From an optimization exercise on the open Yosys and OpenROAD flow, aimed at small area, a short achievable clock period and few clock cycles per item; shortcuts taken in it are not production practice. Only simulation tests tie the RTL to the original design; equivalence was not proved.

==> flow/design.v <==
module edge_xing (
    input  wire               clk,
    input  wire               rst,
    input  wire               in_valid,
    output wire               in_ready,
    input  wire signed [19:0] in_xa,
    input  wire signed [19:0] in_ya,
    input  wire signed [19:0] in_xb,
    input  wire signed [19:0] in_yb,
    input  wire signed [15:0] in_row,
    output wire               out_valid,
    input  wire               out_ready,
    output reg                out_hit,
    output reg                out_last,
    output reg         [7:0]  out_k,
    output reg                out_dir,
    output reg  signed [27:0] out_x
);
    localparam [1:0] S_IDLE = 2'd0, S_SCAN = 2'd1, S_DIV = 2'd2, S_OUT = 2'd3;
    localparam integer NW = 54;   
    reg [1:0] state;
    reg signed [19:0] xa, ya, xb, yb;
    reg signed [15:0] row;
    reg        [7:0]  k;
    wire signed [26:0] row512  = {{2{row[15]}}, row, 9'b0};
    wire signed [26:0] y16     = row512 + $signed({18'b0, k, 1'b1});
    wire signed [26:0] y16_nxt = y16 + 27'sd2;
    wire signed [26:0] ya16    = {{3{ya[19]}}, ya, 4'b0};
    wire signed [26:0] yb16    = {{3{yb[19]}}, yb, 4'b0};
    wire signed [26:0] ylo16   = (ya16 < yb16) ? ya16 : yb16;
    wire signed [26:0] yhi16   = (ya16 < yb16) ? yb16 : ya16;
    wire hit_now     = (y16 > ylo16) && (y16 < yhi16);
    wire hit_nxt = (k != 8'd255) && (y16_nxt > ylo16) && (y16_nxt < yhi16);
    wire signed [20:0] dx   = {xb[19], xb} - {xa[19], xa};
    wire signed [20:0] dy   = {yb[19], yb} - {ya[19], ya};
    wire signed [26:0] t    = y16 - ya16;
    wire signed [47:0] prod = dx * t;
    wire signed [51:0] num0 = {prod, 4'b0};
    wire               dneg = dy[20];
    wire signed [51:0] num  = dneg ? -num0 : num0;
    wire        [20:0] den  = dneg ? -dy : dy;
    wire signed [NW-1:0] nn = {{1{num[51]}}, num, 1'b0} + $signed({{(NW-21){1'b0}}, den});
    wire        [21:0] dd   = {den, 1'b0};
    wire        [NW-1:0] mag = nn[NW-1] ? (-nn + {{(NW-22){1'b0}}, dd} - 1'b1) : nn;
    reg [NW-1:0] dvd;       
    reg [22:0]   rem;       
    reg [21:0]   dvs;       
    reg          qneg;
    reg [5:0]    cnt;
    wire [22:0] rem_sh  = {rem[21:0], dvd[NW-1]};
    wire [23:0] rem_sub = {1'b0, rem_sh} - {2'b0, dvs};
    wire        q_bit   = ~rem_sub[23];
    wire [NW-1:0]       quo_fin = {dvd[NW-2:0], q_bit};
    wire signed [NW-1:0] q      = qneg ? -quo_fin : quo_fin;
    wire signed [27:0]  xa256   = {xa, 8'b0};
    wire signed [27:0]  x_r     = xa256 + q[27:0];
    assign in_ready  = (state == S_IDLE);
    assign out_valid = (state == S_OUT);
    always @(posedge clk) begin
        if (rst) begin
            state    <= S_IDLE;
            k        <= 8'd0;
            cnt      <= 6'd0;
            out_hit  <= 1'b0;
            out_last <= 1'b0;
            out_k    <= 8'd0;
            out_dir  <= 1'b0;
            out_x    <= 28'sd0;
        end else begin
            case (state)
                S_IDLE: begin
                    if (in_valid) begin
                        xa    <= in_xa;
                        ya    <= in_ya;
                        xb    <= in_xb;
                        yb    <= in_yb;
                        row   <= in_row;
                        k     <= 8'd0;
                        state <= S_SCAN;
                    end
                end
                S_SCAN: begin
                    if (hit_now) begin
                        dvd   <= mag;
                        rem   <= 23'd0;
                        dvs   <= dd;
                        qneg  <= nn[NW-1];
                        cnt   <= 6'd0;
                        state <= S_DIV;
                    end else if (k == 8'd255) begin
                        out_hit  <= 1'b0;
                        out_last <= 1'b1;
                        out_k    <= 8'd0;
                        out_dir  <= 1'b0;
                        out_x    <= 28'sd0;
                        state    <= S_OUT;
                    end else begin
                        k <= k + 8'd1;
                    end
                end
                S_DIV: begin
                    rem <= q_bit ? rem_sub[22:0] : rem_sh;
                    dvd <= quo_fin;
                    cnt <= cnt + 6'd1;
                    if (cnt == NW - 1) begin
                        out_hit  <= 1'b1;
                        out_last <= ~hit_nxt;
                        out_k    <= k;
                        out_dir  <= ~dneg;
                        out_x    <= x_r;
                        state    <= S_OUT;
                    end
                end
                S_OUT: begin
                    if (out_ready) begin
                        if (out_last) begin
                            state <= S_IDLE;
                        end else begin
                            k     <= k + 8'd1;
                            state <= S_SCAN;
                        end
                    end
                end
            endcase
        end
    end
endmodule
==> flow/run.sh <==
#!/bin/bash
# synth_recipe.tcl (not shown) runs the flow's synth.tcl, then flattens the netlist and writes it again
# the make line also repeats each setting of config.mk as NAME=value (left out here)
make -C /OpenROAD-flow-scripts/flow DESIGN_CONFIG=/design/flow/config.mk WORK_HOME=/design/flow/orfs CLKGATE_MAP_FILE= SYNTH_SCRIPT=/design/flow/synth_recipe.tcl finish
==> flow/config.mk <==
export PLATFORM = sky130hd
export DESIGN_NAME = edge_xing
export DESIGN_NICKNAME = edge_xing
export VERILOG_FILES = /design/flow/design.v
export SDC_FILE = /design/flow/constraint.sdc
export NUM_CORES = 4
export LEC_CHECK = 0
export CAP_MARGIN = 20
export CORE_MARGIN = 2
export CORE_UTILIZATION = 40
export SLEW_MARGIN = 20
==> flow/constraint.sdc <==
create_clock -name core_clock -period 20.0 [get_ports {clk}]
set_input_delay 4.0000 -clock core_clock [delete_from_list [all_inputs] [get_ports {clk}]]
set_output_delay 4.0000 -clock core_clock [all_outputs]
set_load 0.01 [all_outputs]
==> results.cfg <==
[placement]
place_area_um2 = 46700
hpwl_um = 101000
portBuffers = 140
place_congestion = 0.905

[timing]
fin_tns_setup_ps = 0
fin_skew_ps = 34.8
period_needed_ps = 15920
min_period_over_period = 0.796
worst_slew_pin_slew_ps = 1060
fmax_mhz = 62.8
rsz0062_at_grt = no
hold_viol = 0
setup_viol = 0
slew-limit-headroom = 0.295
drv_slew = 0

[setup_path]
endpoint_kind = flip-flop
critPathMaxFanout = 53
critPathTopFamily = compound AO/OA/AOI/OAI gates
max_stage_delay_ps = 830
cp_common_cell = fa_1
crit_arrival_ps = 16350
critPathRequiredTime_ps = 20440
worstSetupPathType = flip-flop to flip-flop
critPathBufInv = 6
start_kind = flip-flop
cpMaxStageDelayCell = nor4_2

[clock_tree]
clock-sinks = 249
root_buffer = clkbuf_16
insertion_delay_ps = 610
clkSlewWorstSetupHoldPaths_ps = 60
hold_buffers = 0
clock_path_buffers = 3
numCtsBuffers = 30
post_cts_resize_count = 0
tritoncts = done
cts.htree.levels = 1
post_cts.repair.setup_buffers = 0

[synth]
synth_cell_types = 112
synth_seq_cells = 249
mappedNetlistArea_um2 = 43500
ys_warn_count = 1
yosys.area.top_type = fa_1
synth_edf_count = 194
avgSynthCellArea_um2 = 8.68
synth_top_area_frac = 0.267
synthArstFlopShare = 0
yosys-top-cells-area = fa_1 27%, edfxtp_1 13%, ha_1 11%, inv_1 7.1%, nand2_1 5.8%
yosysSeqAreaShare = 0.159
synth_ff_type = edfxtp_1
syn_inst = 5010
synth_nets = 6065

[routing]
drc = 0
wl_per_cell_um = 19.1
drt_iter0_drc = 2476
wl_um = 124000
detail-route-antenna-nets = 0
vias_per_cell = 5.40
first_pass_iters = 7
num_vias = 35084

[final_layout]
final_area_um2 = 47800
multiInputGateArea_um2 = 32900
regArea_um2 = 6930
fillCellCount = 10502
nets = 6122
drive_above_1_share = 0.0469
areaGrowthSynthToFinish_pct = 9.87

[die]
start_util = 0.405
die_w_um = 334
dieArea_um2 = 111000
die_h_um = 334
core_area_um2 = 107000
row_count = 120
io_pins = 141

[global_routing]
grt_pass1_vias = 35855
antenna_found_initial = 4
grt_max_degree = 61
grt_usage = 0.227
grt_pass1_wl_um = 202000
overflow = 0

[min_path]
hold_class = flip-flop to flip-flop

[job]
cap_violations = 0

[run_status]
run_status = timing/DRC/antenna clean
==> cell type report <==
cell class / count / area share
inverters: 830 / 0.0652
multi-input cells: 3737 / 0.690
clock buffers: 43 / 0.0194
repair buffers: 219 / 0.0417
flip-flops and latches: 249 / 0.145
well taps: 1403 / 0.0368
clock inverters: 13 / 0.00210
diodes: 4 / 0.000210
==> worst register-to-register path: cells and delay by family, from the launching register on <==
| family | cells | cell delay [ps] |
|---|---|---|
| flops | 1 | 360 |
| fa+ha+maj | 9 | 4400 |
| compound gates | 18 | 4770 |
| buf+inv | 6 | 1040 |
| simple gates | 10 | 3680 |
| xor+xnor | 3 | 1530 |
==> flip-flops by register name, indices dropped and copies added, names as in the netlist, 2 cells and up <==
name	count
cnt	6
state	2
dvs	21
k	8
yb	20
out_x	28
rem	22
row	16
ya	20
xa	20
dvd	54
out_k	8
xb	20
==> kinds of logic (layout without fill, tap and decap cells) <==
| group | Yosys count | count (layout) | share of synthesized area |
|---|---|---|---|
| mux | 72 | 72 | 0.0171 |
| flops | 249 | 249 | 0.159 |
| fa+ha+maj | 955 | 955 | 0.375 |
| simple gates | 1538 | 1538 | 0.167 |
| compound gates | 884 | 884 | 0.134 |
| other cells | 0 | 4 | 0 |
| xor+xnor | 288 | 288 | 0.0584 |
| buf+inv | 1024 | 1105 | 0.0893 |
==> layer usage <==
layer  GRT usage  share of wire  up-vias  wire length [um]
met5           0        0.00010        -                13
met4      0.0685          0.033        2              4050
met3      0.0241          0.054      184              6720
met2       0.385           0.47      932             58700
met1       0.305           0.44    17283             54900
li1            -              -    16683                 -
==> through the flow <==
| step | hold WS (ps) | util | setup slack [ps] | cells |
|---|---|---|---|---|
| finish | 449 | 0.445 | 4080 | 6498 |
| global route | 473 | 0.445 | 2670 | 6496 |
| CTS | 452 | 0.445 | 3780 | 6493 |
| detailed placement | 444 | 0.435 | 3870 | 6437 |
| global placement | 439 | 0.435 | 4090 | 6437 |
| floorplan | 454 | - | 6780 | 5010 |
==> cells in the final DEF, fill, tap and decap left out, types with 139 or more instances in the layout <==
master	netlist	routed
nor2_1	257	250
o21ai_0	189	187
a21oi_1	251	248
xnor2_1	214	197
nand2_1	668	668
ha_1	376	375
clkdlybuf4s50_1	0	139
fa_1	579	579
inv_1	826	825
edfxtp_1	194	194
==> cells in the mapped netlist (32+ instances only) <==
master,n
a21boi_0,32
a21o_1,73
a21oi_1,251
a31oi_1,34
and2_1,114
and3_1,39
clkbuf_1,161
dfxtp_1,55
edfxtp_1,194
fa_1,579
ha_1,376
inv_1,826
mux2i_1,62
nand2_1,668
nand2b_1,40
nand3_1,109
nand4_1,44
nor2_1,257
nor2b_1,35
nor3_1,79
o21ai_0,189
or3_1,37
xnor2_1,214
xor2_1,72
==> worst paths after layout <==
check	start	end	slack [ps]	cells after the start
worst max-delay path	xa[1]	dvd[12]	4080	46
worst min-delay path	out_k[2]	out_k[2]	450	2
worst max register to register	xa[1]	dvd[12]	4080	46
worst min register to register	out_k[2]	out_k[2]	450	2
Testbench counts, summed over its fixed seeds: cycles 8,842,639, edges 960.

[port drivers added, routing unchanged]
No port has a modelled driver above. Below, the same layout with a new extraction and two added sets of constraints.
Step 1 sets driving cells, clkbuf_16 on the clock port and buf_2 on the other inputs (assumed; they add their load-dependent delay and slew).
Step 2 times the ports against the registers' clock, not the clock port: input delays grow and output delays shrink by t, the midpoint of the rising clock arrivals with the driver on.
Slacks: no drivers / after step 1 / after step 2; pairs: no drivers / after step 1.
t, ns: 0.643
slack for setup (ns): 4.085 / 4.085 / 4.085
worst setup path at the end: register to register
worst slew at a driven data input, ns: 0.10
cell pins on the clock port's net: 1
After both steps setup and hold are still met in this run. The setup slack of this run moves by 0.000 ns with the drivers and by 0.000 ns with both steps.
